This is an optimization exercise on Yosys and OpenROAD, whose aim is small area, a short achievable clock period and few clock cycles per item, not a production implementation. Function was checked by simulation only, so behaviour that the tests miss may differ from the original. Power is estimated from default activity; no workload was simulated.

`design/flow/flow/run.sh`:
```
#!/bin/bash
set -euo pipefail
bash standard.sh SETUP_SLACK_MARGIN=10 TNS_END_PERCENT=10 finish > flow_make.log 2>&1
```
`design/flow/standard.sh`:
```
#!/bin/bash
# synth_recipe.tcl (not shown) runs the flow's synth.tcl, then flattens the netlist and writes it again
# the make line also repeats each setting of config.mk as NAME=value (left out here)
make -C /OpenROAD-flow-scripts/flow DESIGN_CONFIG=/design/flow/config.mk WORK_HOME=/design/flow/orfs CLKGATE_MAP_FILE= SYNTH_SCRIPT=/design/flow/synth_recipe.tcl "${@:-finish}"
```
`design/flow/config.mk`:
```
export PLATFORM = sky130hd
export DESIGN_NAME = rule_engine
export DESIGN_NICKNAME = rule_engine
export VERILOG_FILES = /design/flow/design.v
export SDC_FILE = /design/flow/constraint.sdc
export NUM_CORES = 4
export LEC_CHECK = 0
export ABC_CLOCK_PERIOD_IN_PS = 4000
export CAP_MARGIN = 20
export CORE_MARGIN = 2
export CORE_UTILIZATION = 32
export GPL_ROUTABILITY_DRIVEN = 1
export PLACE_DENSITY = 0.45
export SETUP_SLACK_MARGIN = 5
export SLEW_MARGIN = 20
```
`design/flow/constraint.sdc`:
```
create_clock -name core_clock -period 16.0 [get_ports {clk}]
set_input_delay 3.2000 -clock core_clock [delete_from_list [all_inputs] [get_ports {clk}]]
set_output_delay 3.2000 -clock core_clock [all_outputs]
set_load 0.01 [all_outputs]
```
`design/flow/design.v`:
```
module rule_engine (
    input  wire        clk,
    input  wire        rst,             
    input  wire        start,           
    input  wire [1:0]  fault_override,  
    input  wire [1:0]  fault_action,    
    output wire        ready,
    output wire        done,            
    output wire [1:0]  verdict,         
    output wire [7:0]  rule_code,
    output wire        fault,           
    output wire [5:0]  last_pc,         
    output wire [10:0] cycles,          
    output wire [5:0]  i_addr,
    input  wire [31:0] i_data,
    output wire [3:0]  k_addr,
    input  wire [63:0] k_data,
    output wire [5:0]  f_sel,
    input  wire [63:0] f_data,
    input  wire        f_absent
);
    localparam OP_PASS = 6'h00, OP_FLAG = 6'h01, OP_HOLD = 6'h02, OP_LDF = 6'h03,
               OP_LDK  = 6'h04, OP_LDI  = 6'h05, OP_MOV  = 6'h06, OP_ADD = 6'h07,
               OP_SUB  = 6'h08, OP_MUL  = 6'h09, OP_DIV  = 6'h0A, OP_MDV = 6'h0B,
               OP_MIN  = 6'h0C, OP_MAX  = 6'h0D, OP_ABS  = 6'h0E, OP_AND = 6'h0F,
               OP_OR   = 6'h10, OP_SHL  = 6'h11, OP_SHR  = 6'h12, OP_JMP = 6'h13,
               OP_BR   = 6'h14, OP_BRI  = 6'h15, OP_BAB  = 6'h16, OP_BBS = 6'h17;
    localparam M0 = 4'd0, M1 = 4'd1, MSTEP = 4'd2, CHECK = 4'd3, NRM_H = 4'd4,
               NRM_L = 4'd5, DSTEP = 4'd6, FINAL = 4'd7, ALIGN = 4'd8, BULK = 4'd9,
               SH_L = 4'd10, SH_H = 4'd11, DDEC = 4'd12, BULK2 = 4'd13, CHKD = 4'd14;
    localparam [63:0] SMAX = 64'h7FFF_FFFF_FFFF_FFFF;
    localparam [63:0] SMIN = 64'h8000_0000_0000_0000;
    function [4:0] cost;
        input [5:0] o;
        begin
            case (o)
                OP_PASS, OP_FLAG, OP_HOLD: cost = 5'd2;
                OP_LDF:                    cost = 5'd4;
                OP_MUL:                    cost = 5'd3;
                OP_DIV:                    cost = 5'd20;
                OP_MDV:                    cost = 5'd24;
                OP_JMP, OP_BR, OP_BRI, OP_BAB, OP_BBS: cost = 5'd2;
                default:                   cost = 5'd1;
            endcase
        end
    endfunction
    function [6:0] bitlen;
        input [63:0] v;
        reg [63:0] t;
        reg [6:0]  n;
        begin
            t = v; n = 7'd0;
            if (t[63:32] == 32'd0) begin n = n + 7'd32; t = t << 32; end
            if (t[63:48] == 16'd0) begin n = n + 7'd16; t = t << 16; end
            if (t[63:56] == 8'd0)  begin n = n + 7'd8;  t = t << 8;  end
            if (t[63:60] == 4'd0)  begin n = n + 7'd4;  t = t << 4;  end
            if (t[63:62] == 2'd0)  begin n = n + 7'd2;  t = t << 2;  end
            if (!t[63])            begin n = n + 7'd1;  t = t << 1;  end
            if (!t[63])            n = n + 7'd1;
            bitlen = 7'd64 - n;
        end
    endfunction
    function is_end;
        input [5:0] o;
        is_end = (o == OP_PASS) | (o == OP_FLAG) | (o == OP_HOLD);
    endfunction
    reg         run;             
    reg  [1:0]  fverd;           
    reg         endR, endX, simpleX;    
    reg  [1:0]  verdR, verdX;
    reg  [7:0]  codeR, codeX;
    reg         fault_pend;      
    reg  [5:0]  fa;              
    reg  [5:0]  fpc;             
    reg  [5:0]  want;            
    reg         fstop;           
    reg         v0;
    reg  [31:0] ir0;
    reg  [5:0]  pc0;
    reg  [5:0]  fsel0;
    reg  [4:0]  cost0;
    reg         vR;
    reg  [31:0] irR;
    reg  [5:0]  pcR;
    reg  [5:0]  fselR;
    reg  [4:0]  costR;           
    reg         vX;
    reg  [31:0] irX;
    reg  [5:0]  pcX;
    reg  [6:0]  shamtX;
    reg  [63:0] opA, opB;
    reg         opBs;            
    reg  [10:0] cycX;            
    reg  [10:0] cycX2;           
    reg  [63:0] x [0:15];
    reg  [15:0] rv;              
    reg  [3:0]  md;
    reg  [63:0] H, L;
    reg  [6:0]  cnt, kk;
    reg  [6:0]  mb;              
    reg  [6:0]  samt;            
    reg         sgn, ovf, capd, chk;
    wire [5:0]  opX   = irX[31:26];
    wire [3:0]  xdX   = irX[25:22];
    wire [3:0]  xbX   = irX[17:14];
    wire [2:0]  condX = irX[25:23];
    wire [5:0]  tgtX  = irX[5:0];
    wire is_mul = (opX == OP_MUL);
    wire is_div = (opX == OP_DIV);
    wire is_mdv = (opX == OP_MDV);
    wire is_md  = is_mul | is_div | is_mdv;
    wire is_brcX = (opX == OP_BR) | (opX == OP_BRI) | (opX == OP_BBS) | (opX == OP_BAB);
    wire za = (opA == 64'd0);
    wire zb = (opB == 64'd0);
    localparam C_PA_OPA = 0, C_PA_H = 1, C_PA_HL = 2, C_PA_L = 3,
               C_PB_OPB = 4, C_PB_NOPB = 5, C_PB_NOPA = 6, C_PB_MUL = 7, C_PB_DIV = 8,
               C_CI_ONE = 9, C_CI_MUL = 10, C_CI_CHK = 11, C_CI_DIV = 12, C_CI_SGN = 13,
               C_W_F = 14, C_W_K = 15, C_W_B = 16, C_W_A = 17, C_W_ADD = 18, C_W_MIN = 19,
               C_W_MAX = 20, C_W_ABS = 21, C_W_AND = 22, C_W_OR = 23, C_W_SH = 24, C_W_MD = 25;
    function [25:0] ctl_of;
        input [5:0] o;
        input [3:0] m;
        reg [25:0] c;
        begin
            c = 26'd0;
            if (o == OP_MUL || o == OP_DIV || o == OP_MDV) begin
                c[C_W_MD] = 1'b1;
                case (m)
                    M0:        begin c[C_PB_NOPA] = 1'b1; c[C_CI_ONE] = 1'b1; end
                    M1, MSTEP: begin c[C_PA_H] = 1'b1; c[C_PB_MUL] = 1'b1; c[C_CI_MUL] = 1'b1; end
                    CHECK:     begin c[C_PA_H] = 1'b1; c[C_PB_NOPB] = 1'b1; c[C_CI_CHK] = 1'b1; end
                    DSTEP:     begin c[C_PA_HL] = 1'b1; c[C_PB_DIV] = 1'b1; c[C_CI_DIV] = 1'b1; end
                    default:   begin c[C_PA_L] = 1'b1; c[C_CI_SGN] = 1'b1; end
                endcase
            end else begin
                case (o)
                    OP_SUB, OP_MIN, OP_MAX, OP_BR, OP_BRI:
                        begin c[C_PA_OPA] = 1'b1; c[C_PB_NOPB] = 1'b1; c[C_CI_ONE] = 1'b1; end
                    OP_ABS: begin c[C_PB_NOPA] = 1'b1; c[C_CI_ONE] = 1'b1; end
                    default: begin c[C_PA_OPA] = 1'b1; c[C_PB_OPB] = 1'b1; end
                endcase
                case (o)
                    OP_LDF:         c[C_W_F]   = 1'b1;
                    OP_LDK:         c[C_W_K]   = 1'b1;
                    OP_LDI:         c[C_W_B]   = 1'b1;
                    OP_MOV:         c[C_W_A]   = 1'b1;
                    OP_ADD, OP_SUB: c[C_W_ADD] = 1'b1;
                    OP_MIN:         c[C_W_MIN] = 1'b1;
                    OP_MAX:         c[C_W_MAX] = 1'b1;
                    OP_ABS:         c[C_W_ABS] = 1'b1;
                    OP_AND:         c[C_W_AND] = 1'b1;
                    OP_OR:          c[C_W_OR]  = 1'b1;
                    OP_SHL, OP_SHR: c[C_W_SH]  = 1'b1;
                    default: ;
                endcase
            end
            ctl_of = c;
        end
    endfunction
    reg  [25:0] ctl;
    wire [63:0] pa = ({64{ctl[C_PA_OPA]}} & opA) | ({64{ctl[C_PA_H]}} & H) |
                     ({64{ctl[C_PA_HL]}} & {H[62:0], L[63]}) | ({64{ctl[C_PA_L]}} & (L ^ {64{sgn}}));
    wire [63:0] pb = ({64{ctl[C_PB_OPB] | (ctl[C_PB_MUL] & L[0]) | (ctl[C_PB_DIV] & H[63])}} & opB) |
                     ({64{ctl[C_PB_NOPB] | (ctl[C_PB_DIV] & !H[63])}} & ~opB) |
                     ({64{ctl[C_PB_NOPA]}} & ~opA);
    wire        cin = ctl[C_CI_ONE] | (ctl[C_CI_MUL] & L[0] & opBs) | (ctl[C_CI_CHK] & !opBs) |
                      (ctl[C_CI_DIV] & (H[63] ? opBs : !opBs)) | (ctl[C_CI_SGN] & sgn);
    wire [63:0]  kg0 = pa & pb;
    wire [63:0]  kp0 = pa ^ pb;
    wire [447:0] kgg, kpp;
    assign kgg[63:0] = {kg0[63:1], kg0[0] | (kp0[0] & cin)};
    assign kpp[63:0] = kp0;
    genvar klv, kbi;
    generate
        for (klv = 0; klv < 6; klv = klv + 1) begin : ks_lv
            for (kbi = 0; kbi < 64; kbi = kbi + 1) begin : ks_bit
                if (kbi >= (1 << klv)) begin : op
                    assign kgg[(klv+1)*64 + kbi] = kgg[klv*64 + kbi] |
                                                   (kpp[klv*64 + kbi] & kgg[klv*64 + kbi - (1 << klv)]);
                    assign kpp[(klv+1)*64 + kbi] = kpp[klv*64 + kbi] & kpp[klv*64 + kbi - (1 << klv)];
                end else begin : pass
                    assign kgg[(klv+1)*64 + kbi] = kgg[klv*64 + kbi];
                    assign kpp[(klv+1)*64 + kbi] = kpp[klv*64 + kbi];
                end
            end
        end
    endgenerate
    wire [63:0] s   = kp0 ^ {kgg[446:384], cin};
    wire        c64 = kgg[447];
    wire        lt  = pa[63] ^ pb[63] ^ c64;             
    wire        aov = (pa[63] == pb[63]) & (s[63] != pa[63]);
    wire [63:0] addsat = aov ? (pa[63] ? SMIN : SMAX) : s;
    wire [63:0] abssat = opA[63] ? (s[63] ? SMAX : s) : opA;
    reg  [63:0] sh_hi, sh_lo;
    always @* begin
        sh_hi = (opX == OP_SHL) ? opA : {64{opA[63]}};
        sh_lo = ((opX == OP_SHR) | (opX == OP_BBS)) ? opA : 64'd0;
        if (is_md) begin
            case (md)
                ALIGN, SH_L: begin sh_hi = H;     sh_lo = L;     end
                SH_H:        begin sh_hi = 64'd0; sh_lo = H;     end
                NRM_H:       begin sh_hi = 64'd0; sh_lo = L;     end
                default:     begin sh_hi = L;     sh_lo = 64'd0; end    
            endcase
        end
    end
    wire [6:0]   sh_amt = is_md ? samt : shamtX;
    wire [127:0] sh_all = {sh_hi, sh_lo} >> sh_amt;
    wire [63:0]  fout   = sh_all[63:0];
    wire eq = (opA == opB);
    reg  cond_ok;
    always @* begin
        case (condX)
            3'd0: cond_ok = eq;
            3'd1: cond_ok = !eq;
            3'd2: cond_ok = lt;
            3'd3: cond_ok = lt | eq;
            3'd4: cond_ok = !(lt | eq);
            default: cond_ok = !lt;
        endcase
    end
    reg taken;
    always @* begin
        case (opX)
            OP_BR, OP_BRI: taken = cond_ok;
            OP_BBS:        taken = fout[0];
            OP_BAB:        taken = f_absent;
            default:       taken = 1'b0;
        endcase
    end
    wire redirect = run & vX & taken;
    wire [6:0]  blL  = bitlen((md == ALIGN || md == BULK) ? H : L);
    wire [7:0]  dnum = {1'b0, blL} - {1'b0, mb} + 8'd1;               
    reg  [7:0]  dq;                                                   
    wire        dpos = !dq[7] & (dq != 8'd0);
    wire [6:0]  blB  = bitlen(opB ^ {64{opB[63]}});      
    wire fault0  = (is_div | is_mdv) & zb;
    wire short0  = !fault0 & (za | (is_mul & zb));
    wire zd      = zb & !opBs;                           
    wire md_zero = (md == M0 & short0) | (md == M1 & is_mdv & zd);
    wire md_last = (md == DSTEP) & (cnt == 7'd1) & !sgn & !ovf & !L[62];
    wire md_fin  = md_zero | md_last | (md == FINAL);
    wire fault_now = run & !fault_pend & vX & is_md & (md == M0) & fault0;
    wire        mulov = is_mul & !dq[7] & (dq > 8'd1);       
    wire [63:0] mdres = (ovf | L[63] | mulov) ? (sgn ? SMIN : SMAX) : s;
    reg [3:0] md_seq;
    always @* begin
        md_seq = md;
        case (md)
            M0:    if (!fault0 && !short0) md_seq = M1;
            M1:    md_seq = is_div ? DDEC : (blL == 7'd1) ? (is_mul ? ALIGN : BULK) : MSTEP;
            MSTEP: if (cnt == 7'd1) md_seq = is_mul ? ALIGN : BULK;
            ALIGN: md_seq = FINAL;
            DDEC:  md_seq = dpos ? NRM_H : FINAL;
            BULK:  md_seq = BULK2;
            BULK2: md_seq = dpos ? SH_L : DSTEP;
            SH_L:  md_seq = SH_H;
            SH_H:  md_seq = capd ? CHECK : DSTEP;
            CHECK: md_seq = CHKD;
            CHKD:  md_seq = chk ? ((kk == 7'd64) ? FINAL : CHECK) : DSTEP;
            NRM_H: md_seq = NRM_L;
            NRM_L: md_seq = DSTEP;
            DSTEP: if (cnt == 7'd1) md_seq = FINAL;
            default: ;
        endcase
    end
    wire x_fin = vX & (!is_md | md_fin);
    wire [63:0] wd = ({64{ctl[C_W_F] & !f_absent}} & f_data) | ({64{ctl[C_W_K]}} & k_data) |
                     ({64{ctl[C_W_B]}} & opB) | ({64{ctl[C_W_A]}} & opA) |
                     ({64{ctl[C_W_ADD]}} & addsat) | ({64{ctl[C_W_ABS]}} & abssat) |
                     ({64{ctl[C_W_MIN]}} & (lt ? opA : opB)) | ({64{ctl[C_W_MAX]}} & (lt ? opB : opA)) |
                     ({64{ctl[C_W_AND]}} & (opA & opB)) | ({64{ctl[C_W_OR]}} & (opA | opB)) |
                     ({64{ctl[C_W_SH]}} & fout) | ({64{ctl[C_W_MD] & !md_zero & !md_last}} & mdres) |
                     ({64{ctl[C_W_MD] & md_last}} & {L[62:0], !s[63]});
    reg wr;
    always @* begin
        case (opX)
            OP_LDF, OP_LDK, OP_LDI, OP_MOV, OP_ADD, OP_SUB, OP_MIN, OP_MAX, OP_ABS,
            OP_AND, OP_OR, OP_SHL, OP_SHR: wr = 1'b1;
            OP_MUL, OP_DIV, OP_MDV:        wr = md_fin & !(md == M0 & fault0);
            default:                       wr = 1'b0;
        endcase
    end
    wire wen = run & !fault_pend & vX & wr;
    wire [5:0]  opR  = irR[31:26];
    wire [3:0]  selA = irR[21:18];
    wire        md_hold = vX & is_md & !md_fin;
    wire [3:0]  mdselB  = (is_mdv & ((md == M0) | (md == M1) | (md == MSTEP))) ? xdX : xbX;
    wire [3:0]  selB = md_hold ? mdselB : irR[17:14];
    wire [63:0] rdA  = rv[selA] ? x[selA] : 64'd0;
    wire [63:0] rdB  = rv[selB] ? x[selB] : 64'd0;
    wire [63:0] opA_n = (wen & (xdX == selA)) ? wd : rdA;
    wire        immR  = (opR == OP_BRI) | (opR == OP_LDI);
    wire        fwdB  = wen & (xdX == selB) & !md_hold & !immR;    
    wire [63:0] opB_o = md_hold ? (rdB ^ {64{rdB[63]}}) :
                        (opR == OP_BRI) ? {{54{irR[17]}}, irR[17:8]} :
                        (opR == OP_LDI) ? {{48{irR[15]}}, irR[15:0]} : rdB;
    wire [63:0] opB_n = fwdB ? wd : opB_o;
    wire        opBs_n = fwdB ? wd[63] : rdB[63];
    wire safeX  = !vX | simpleX | (is_md & (md == FINAL | md_last));
    wire done_x = vX & endX;
    wire done_r = vR & endR & safeX;
    assign done  = run & (fault_pend | done_x | done_r);
    assign ready = !run | done;
    function [1:0] fault_verdict;
        input [1:0] ovr, act;
        fault_verdict = (ovr == 2'd1) ? 2'd2 : (ovr == 2'd2) ? 2'd1 : (ovr == 2'd3) ? 2'd0 :
                        (act == 2'd1) ? 2'd1 : (act == 2'd2) ? 2'd0 : 2'd2;
    endfunction
    wire fromX = fault_pend | done_x;
    assign verdict   = fault_pend ? fverd : (done_x ? verdX : verdR);
    assign rule_code = fault_pend ? 8'hFF : (done_x ? codeX : codeR);
    assign fault     = fault_pend;
    assign last_pc   = fromX ? pcX : pcR;
    assign cycles    = fromX ? cycX : cycX2;
    wire x_adv  = !vX | x_fin;
    wire advR   = vR & x_adv;
    wire adv0   = v0 & (!vR | advR);
    wire [5:0] nx_op = advR ? opR : opX;
    wire [3:0] nx_md = advR ? M0 : md_seq;
    wire [5:0]  i_op = i_data[31:26];
    wire acc    = !fstop & (fpc == want) & (!v0 | adv0);
    wire byp    = acc & !v0 & (!vR | advR);      
    wire [5:0] want_n  = acc ? ((i_op == OP_JMP) ? i_data[5:0] : want + 6'd1) : want;
    wire       fstop_n = fstop | (acc & is_end(i_op));
    wire [5:0] i_tgt   = i_data[5:0];
    wire [5:0] want1   = want + 6'd1;
    wire [5:0] fa_jmp  = (fa == i_tgt) ? i_tgt + 6'd1 : i_tgt;
    wire [5:0] fa_seq  = (fa == want1) ? want + 6'd2 : want1;
    wire [5:0] fa_hold = (fa == want) ? want1 : want;
    wire [5:0] fa_n    = fstop_n ? 6'd0 :
                         !acc ? fa_hold : ((i_op == OP_JMP) ? fa_jmp : fa_seq);
    wire [5:0] fa_red  = (fa == tgtX) ? tgtX + 6'd1 : tgtX;
    assign i_addr = fa;
    assign k_addr = irR[3:0];
    assign f_sel  = fselR;
    wire [5:0] i_fsel = (i_op == OP_BAB) ? i_data[13:8] : i_data[5:0];
    wire [5:0] op0 = ir0[31:26];
    always @(posedge clk) begin
        fpc <= fa;
        dq   <= dnum;
        opA  <= opA_n;
        opB  <= opB_n;
        opBs <= opBs_n;
        if (wen) begin
            x[xdX]  <= wd;
            rv[xdX] <= 1'b1;
        end
        if (rst) begin
            run        <= 1'b0;
            v0         <= 1'b0;
            vR         <= 1'b0;
            vX         <= 1'b0;
            fault_pend <= 1'b0;
            fstop      <= 1'b0;
            fa         <= 6'd0;
        end else if (!run || done) begin
            v0         <= 1'b0;
            vR         <= 1'b0;
            vX         <= 1'b0;
            fault_pend <= 1'b0;
            fstop      <= 1'b0;
            if (start) begin
                run    <= 1'b1;
                fa     <= 6'd1;
                want   <= 6'd0;
                rv     <= 16'd0;
                cycX   <= 11'd32;
                cycX2  <= 11'd34;
                fverd  <= fault_verdict(fault_override, fault_action);
            end else begin
                run    <= 1'b0;
                fa     <= 6'd0;
            end
        end else begin
            md  <= nx_md;
            ctl <= ctl_of(nx_op, nx_md);
            if (vX & is_md & !fault_pend) begin
                case (md)
                M0: if (!fault0 && !short0) begin
                        L      <= opA[63] ? s : opA;
                        H      <= 64'd0;
                        sgn    <= opA[63] ^ opB[63];
                        ovf    <= 1'b0;
                        mb     <= blB;
                    end
                M1: if (!is_div) begin
                        H   <= {c64, s[63:1]};
                        L   <= {s[0], L[63:1]};
                        kk  <= blL;
                        cnt <= blL - 7'd1;
                        if (is_mdv) sgn <= sgn ^ opBs;
                        samt <= 7'd64 - blL;
                        if (is_mul) mb <= 7'd64 - blL;       
                    end
                MSTEP: begin
                        H    <= {c64, s[63:1]};
                        L    <= {s[0], L[63:1]};
                        cnt  <= cnt - 7'd1;
                        samt <= 7'd64 - kk;
                        if (is_mul) mb <= 7'd64 - kk;
                    end
                ALIGN: L <= fout;                        
                DDEC: begin
                        samt <= dq[6:0];
                        kk   <= dq[6:0];
                        if (!dpos)                       
                            L <= 64'd0;
                    end
                BULK2: begin                             
                        if (!dpos)
                            cnt <= kk;
                        else if ({1'b0, kk} + dq <= 8'd64) begin
                            samt <= dq[6:0];
                            capd <= 1'b0;
                        end else begin
                            samt <= 7'd64 - kk;
                            capd <= 1'b1;
                        end
                    end
                SH_L: L <= fout;
                SH_H: begin
                        H   <= fout;
                        kk  <= kk + samt;
                        cnt <= kk + samt;
                    end
                CHECK: chk <= c64;                       
                CHKD: begin
                        if (chk) begin                   
                            if (kk == 7'd64)
                                ovf <= 1'b1;
                            else begin
                                H  <= {1'b0, H[63:1]};
                                L  <= {H[0], L[63:1]};
                                kk <= kk + 7'd1;
                            end
                        end else
                            cnt <= kk;
                    end
                NRM_H: H <= fout;                        
                NRM_L: begin                             
                        L   <= fout;
                        cnt <= kk;
                    end
                DSTEP: begin                             
                        H   <= s;
                        L   <= {L[62:0], !s[63]};
                        cnt <= cnt - 7'd1;
                    end
                default: ;
                endcase
            end
            if (fault_now) begin
                fault_pend <= 1'b1;
                v0         <= 1'b0;
                vR         <= 1'b0;
                fstop      <= 1'b1;
                fa         <= 6'd0;
            end else begin
                if (advR) begin
                    irX    <= irR;
                    pcX    <= pcR;
                    endX   <= endR;
                    verdX  <= verdR;
                    codeX  <= codeR;
                    simpleX <= !(opR == OP_MUL || opR == OP_DIV || opR == OP_MDV ||
                                 opR == OP_BR || opR == OP_BRI || opR == OP_BBS || opR == OP_BAB);
                    if (!redirect) begin             
                        cycX  <= cycX + {6'd0, costR};
                        cycX2 <= cycX + {6'd0, costR} + 11'd2;
                    end
                    shamtX <= (opR == OP_SHL) ? (7'd64 - {1'b0, irR[5:0]}) :
                              (opR == OP_BBS) ? {1'b0, irR[13:8]} : {1'b0, irR[5:0]};
                end
                if (adv0) begin
                    irR   <= ir0;
                    pcR   <= pc0;
                    fselR <= fsel0;
                    costR <= cost0;
                    endR  <= is_end(op0);
                    verdR <= ir0[27:26];
                    codeR <= (op0 == OP_PASS) ? 8'd0 : ir0[7:0];
                end else if (byp) begin
                    irR   <= i_data;
                    pcR   <= fpc;
                    fselR <= i_fsel;
                    costR <= cost(i_op);
                    endR  <= is_end(i_op);
                    verdR <= i_data[27:26];
                    codeR <= (i_op == OP_PASS) ? 8'd0 : i_data[7:0];
                end
                if (acc) begin
                    ir0   <= i_data;
                    pc0   <= fpc;
                    fsel0 <= i_fsel;
                    cost0 <= cost(i_op);
                end
                if (redirect) begin
                    v0    <= 1'b0;
                    vR    <= 1'b0;
                    vX    <= 1'b0;
                    want  <= tgtX;
                    fstop <= 1'b0;
                    fa    <= fa_red;
                end else begin
                    v0    <= (acc & !byp) | (v0 & !adv0);
                    vR    <= adv0 | byp | (vR & !advR);
                    vX    <= advR | (vX & !x_fin);
                    want  <= want_n;
                    fstop <= fstop_n;
                    fa    <= fa_n;
                end
            end
        end
    end
endmodule
```
==> metrics.cfg <==
[critical_path]
cp_data_required_time_ns=16.61
timing.critical_path.from_type=input pin
slowest_delay_ns=0.82
critPathMaxFanout=31
worstPathArrival_ns=7.04
crit_start=f_absent
reg2reg_setup_slack_ns=9.66
regToRegEndpoint=opB[37]
regToRegStartpoint=ctl[12]
worstSetupEndpointType=flip-flop
worst_path_max_delay_cell=sky130_fd_sc_hd__a222oi_1
crit_chain=clkdlybuf4s50_1 -> nor2b_4 -> buf_6 -> buf_6 -> a222oi_1 -> o211ai_1 -> a221oi_1 -> o211ai_1 -> a2111oi_4 -> nand4_1 -> buf_4
crit_path_category=in2reg
r2r.worst_path.cells=23

[place]
place.port_buffers=213
place.gp.congestion=1.14
placement.cell_area_um2=115000
post-dp-hpwl_um=463000
post-place-ws_ns=7.53

[run_status]
status=no timing/DRC/antenna violations

[synthesis]
synth_edf_count=1389
synth_area_um2=106000
synth.distinct_cells=110
synth_top_area_share=0.394
post-synth-top-count-cell=sky130_fd_sc_hd__edfxtp_1
mappedNetlistNets=9986
syn_area_per_cell_um2=11.1
synth_sequential_area_ratio=0.427
synth.cells.most_frequent=sky130_fd_sc_hd__edfxtp_1 (1389), sky130_fd_sc_hd__nand2_1 (791), sky130_fd_sc_hd__clkbuf_1 (662), sky130_fd_sc_hd__mux4_2 (616), sky130_fd_sc_hd__a21oi_1 (602)
async_reset_ff_frac=0
yosys-top-cells-area=sky130_fd_sc_hd__edfxtp_1 (39%), sky130_fd_sc_hd__mux4_2 (13%), sky130_fd_sc_hd__mux2i_1 (3.4%)
netlist.top_cell.by_area=sky130_fd_sc_hd__edfxtp_1
ys_dominant_reg_cell=sky130_fd_sc_hd__edfxtp_1
synthesis.instances=9567
synthesis.yosys.warnings=1
synth.ff_latch_count=1564

[final_layout]
layout.filler_cells=31963
num-nets-final=10268
final_layout_size_suffix_gt1_frac=0.238
area_delta_synth_final_pct=20.2
final_core_utilization=0.386
layout_cell_area_excl_fill_um2=127000

[detailed_routing]
routed_wire_length_um=657000
route.vias.total=98425
drc=0
detail_route.wl_per_cell_um=45.6
1st_pass_router_iterations=15
avgViaCountPerCell=6.83
antenna_left=0
drt-initial-drc-count=15926

[floorplan]
rows=211
design.die.area_um2=336000
floorplan.initialDensity=0.321
die_height_um=579
chipWidth_um=579
io_pins=214
core_area_um2=330000

[global_routing]
grt_max_degree=142
gr-usage-all-layers=0.377
antenna_found_initial=46
grt_overflow_total=0
grt_pass1_wl_um=859000
first_global_vias=92130

[sta]
tightest_slew_ns=1.40
finalSetupViolations=0
hold_violations=0
slew_headroom=0.0579
fin_clk_skew_ns=0.0850
fin_worst_hold_slack_ns=0.421
rsz0062_at_grt=yes
timing.final.max_slew_violations=0
post-route-worst-setup-slack_ns=9.57
fin_crit_ns=6.43
fmax_mhz=156
finalSetupTns_ns=0
final_cycle_share=0.402

[power_and_ir_drop]
worst_ir_drop_vdd_mv=0.0904
pwr_density_cell_nw_per_um2=77.0
leakagePower_uw=0.0432

[min_path]
worstHoldEndpoint=irX[23]
hp-start=irR[23]
holdCritPathClass=reg2reg
hold_depth=0

[clocking]
worst_skew_pair.late_latency_ns=0.93
cts-buffers-inserted=185
cts_htree_levels=4
clk_root_buffer_cell=sky130_fd_sc_hd__clkbuf_16
maximum_clock_path_buffer_count=4
clock-sinks=1564
worst_setup_hold_path_clk_slew_ns=0.06
number_of_hold_buffers_added_after_cts=0
tritoncts=done

[job]
drv_cap=0

-- critical path: cells and delay by family --
family                 cells  cell delay, ns
buffers and inverters      4            1.28
AND/OR/NAND/NOR            2            0.25
AO/OA/AOI/OAI              5            2.21
-- cells by family after synthesis --
family / Yosys count / share of synthesized area
multiplexers: 1114 / 0.180
AND/OR/NAND/NOR: 2142 / 0.0940
XOR/XNOR: 266 / 0.0220
adder cells (fa/ha/maj): 253 / 0.0303
buffers and inverters: 1206 / 0.0450
flip-flops: 1564 / 0.427
AO/OA/AOI/OAI: 3022 / 0.202
-- metal layers --
| metal | vias to the layer above | GRT usage | share of wire |
|---|---|---|---|
| met3 | 1749 | 0.0880 | 0.10 |
| li1 | 38920 | - | - |
| met2 | 6864 | 0.557 | 0.43 |
| met1 | 50864 | 0.487 | 0.39 |
| met5 | - | 0.000425 | 0.00030 |
| met4 | 28 | 0.261 | 0.087 |
-- layout make-up --
class	instances	area (um2)	area share
multi-input combinational	6805	59200	0.465
sequential	1564	45200	0.355
timing repair buffer	1046	10300	0.0811
tap	4366	5460	0.0429
clock buffer	246	5000	0.0393
clock inverter	93	977	0.00767
inverter	244	956	0.00751
antenna	45	113	0.000884
timing repair inverter	3	23.8	0.000187
-- per-stage QoR --
stage	cells	power, uW
finish	14412	9810
detailed placement	13710	5450
global placement	13706	5450
CTS	14262	9790
floorplan	9567	5000
global route	14383	10000
-- layout by cell type (no fill, tap or decap), drive strengths merged, types with 245 or more instances in the layout --
| cell type | Yosys | routed |
|---|---|---|
| o21ai | 538 | 538 |
| ha | 245 | 245 |
| mux2i | 364 | 364 |
| edfxtp | 1389 | 1389 |
| mux4 | 617 | 617 |
| buf | 298 | 796 |
| nor2 | 492 | 492 |
| clkbuf | 664 | 266 |
| nand2 | 791 | 791 |
| a21oi | 602 | 604 |
-- how the worst max path moves through the flow --
stage                           end  slack [ns]  cells after the start
after floorplan                L[0]        9.47                      5
after global placement    x[13][20]        6.88                     13
after detailed placement  x[15][28]        7.53                     22
after CTS                      done        9.81                     10
after global routing       x[1][63]        9.76                     23
final                      x[1][12]        9.57                     11
-- flip-flops by register name, summed over array words and instances, names as in the netlist, 16 cells and up, named ones only --
name and flops:
L 64, irX 20, irR 32, opA 64
opB 64, ctl 22, ir0 32, x 1024
H 64, rv 16
-- repair_timing --
action,in CTS,in global routing
pin swaps,119,71
endpoints found under the setup margin,2132,1382
buffers inserted,185,84
gates cloned,28,20
gates resized for setup,470,201
-- where the power goes --
part	total [uW]	switching, uW	internal [uW]
clock network	4260	1830	2440
registers	4510	15.0	4490
logic	1040	702	334
total	9810	2550	7260
Testbench counts, summed over its fixed seeds: cycles 23,071, rows 1,200.

separate check: timing with driven ports:
No port has a modelled driver above. Below, the same layout with a new extraction and two added sets of constraints. Step 1, drivers: a clkbuf_16 drives clk and a buf_2 each remaining input, both assumed. Step 2 also shifts input and output timing later by t, the mid clock arrival at the registers, as if the neighbouring blocks saw the same clock. Three values: no drivers, after step 1, after step 2; two values: the first two.
t, ns: 0.996
setup WS [ns]: 9.569 / 9.571 / 8.575
hold slack, ns: 0.421 / 0.421 / 0.421
worst register clock-pin slew, ns: 0.08 / 0.08
After both steps this run still meets setup and hold. The setup slack of this run moves by +0.002 ns with the drivers and by -0.994 ns with both steps.
